Source: an optimization exercise on an open RTL-to-GDS flow (aim: small area). Production flows keep margins and buffers that such runs may drop.

// ecc_dec
module ecc_dec (
    input  wire         clk,
    input  wire         rst,
    input  wire         in_valid,
    input  wire [639:0] line_in,
    input  wire [45:0]  addr,
    output reg          out_valid,
    output reg  [511:0] data_out,
    output reg          err,
    output reg  [2:0]   kind,
    output reg  [3:0]   device,
    output reg  [7:0]   syn0,
    output reg  [7:0]   syn1,
    output reg  [7:0]   swmask
);
Settings: LEC_CHECK=0, CAP_MARGIN=20, CORE_MARGIN=2, CORE_UTILIZATION=40, CTS_BUF_LIST=sky130_fd_sc_hd__clkbuf_4 sky130_fd_sc_hd__clkbuf_8, GPL_TIMING_DRIVEN=0, PLACE_DENSITY=0.6, SLEW_MARGIN=20; clock period 6.0 ns.
standard.sh (not shown) runs the stock make flow with config.mk's settings and CLKGATE_MAP_FILE= SYNTH_SCRIPT=/design/flow/synth_recipe.tcl, a recipe that flattens the netlist after the stock synthesis.
==> flow/flow/run.sh <==
#!/bin/bash
# Standard layout with two changes: the port buffers are buf_1 cells (the
# resizer upsizes those on critical paths), and the 3-input xor/xnor cells
# are left out (two 2-input cells are smaller).
export BUFFER_PORTS_ARGS="-buffer_cell sky130_fd_sc_hd__buf_1"
bash standard.sh "DONT_USE_CELLS=sky130_fd_sc_hd__probe_p_8 sky130_fd_sc_hd__probec_p_8 sky130_fd_sc_hd__lpflow_bleeder_1 sky130_fd_sc_hd__lpflow_clkbufkapwr_1 sky130_fd_sc_hd__lpflow_clkbufkapwr_16 sky130_fd_sc_hd__lpflow_clkbufkapwr_2 sky130_fd_sc_hd__lpflow_clkbufkapwr_4 sky130_fd_sc_hd__lpflow_clkbufkapwr_8 sky130_fd_sc_hd__lpflow_clkinvkapwr_1 sky130_fd_sc_hd__lpflow_clkinvkapwr_16 sky130_fd_sc_hd__lpflow_clkinvkapwr_2 sky130_fd_sc_hd__lpflow_clkinvkapwr_4 sky130_fd_sc_hd__lpflow_clkinvkapwr_8 sky130_fd_sc_hd__lpflow_decapkapwr_12 sky130_fd_sc_hd__lpflow_decapkapwr_3 sky130_fd_sc_hd__lpflow_decapkapwr_4 sky130_fd_sc_hd__lpflow_decapkapwr_6 sky130_fd_sc_hd__lpflow_decapkapwr_8 sky130_fd_sc_hd__lpflow_inputiso0n_1 sky130_fd_sc_hd__lpflow_inputiso0p_1 sky130_fd_sc_hd__lpflow_inputiso1n_1 sky130_fd_sc_hd__lpflow_inputiso1p_1 sky130_fd_sc_hd__lpflow_inputisolatch_1 sky130_fd_sc_hd__lpflow_isobufsrc_1 sky130_fd_sc_hd__lpflow_isobufsrc_16 sky130_fd_sc_hd__lpflow_isobufsrc_2 sky130_fd_sc_hd__lpflow_isobufsrc_4 sky130_fd_sc_hd__lpflow_isobufsrc_8 sky130_fd_sc_hd__lpflow_isobufsrckapwr_16 sky130_fd_sc_hd__lpflow_lsbuf_lh_hl_isowell_tap_1 sky130_fd_sc_hd__lpflow_lsbuf_lh_hl_isowell_tap_2 sky130_fd_sc_hd__lpflow_lsbuf_lh_hl_isowell_tap_4 sky130_fd_sc_hd__lpflow_lsbuf_lh_isowell_4 sky130_fd_sc_hd__lpflow_lsbuf_lh_isowell_tap_1 sky130_fd_sc_hd__lpflow_lsbuf_lh_isowell_tap_2 sky130_fd_sc_hd__lpflow_lsbuf_lh_isowell_tap_4 sky130_fd_sc_hd__xor3_1 sky130_fd_sc_hd__xor3_2 sky130_fd_sc_hd__xor3_4 sky130_fd_sc_hd__xnor3_1 sky130_fd_sc_hd__xnor3_2 sky130_fd_sc_hd__xnor3_4" finish > standard.log 2>&1
The baseline ended with an error in I/O pin placement (3_2_place_iop) with PPL-0024.
Rerun with:
CORE_AREA = 2 2 348 348   (was not set)
CORE_MARGIN = not set   (was 2)
CORE_UTILIZATION = not set   (was 40)
CTS_BUF_LIST = not set   (was sky130_fd_sc_hd__clkbuf_4 sky130_fd_sc_hd__clkbuf_8)
DIE_AREA = 0 0 350 350   (was not set)
GPL_TIMING_DRIVEN = not set   (was 0)
Result: This time the run finished clean; area after synthesis does not change; synthesized cell count does not change.
No run of this note included a check of the RTL's function; only the layout flow was run.

==> afterwards: timing with drivers on the ports <==
The flow's constraints put no driver on any port. The routed layout listed below was extracted and timed again, unchanged, in two steps.
Step 1: set_driving_cell puts a clkbuf_16 on clk and a buf_2 on each other input, an assumption about the parent block.
Step 2, shift: input delay + t, output delay - t, t = (earliest + latest rising clock arrival at the registers) / 2. This alone moves slack from input paths to output paths.
Slacks: no drivers / after step 1 / after step 2; pairs: no drivers / after step 1.
run: the second run
t, ns: 0.744
setup slack, ns: 0.457 / 0.505 / -0.238
latest minus earliest clock arrival (ns): 0.027 / 0.028
pins driven straight from the clock port: 1
Met with ideal ports but missed after step 2: setup timing in the second run. For the second run, drivers alone change the setup slack by +0.048 ns; drivers and shift together by -0.695 ns.
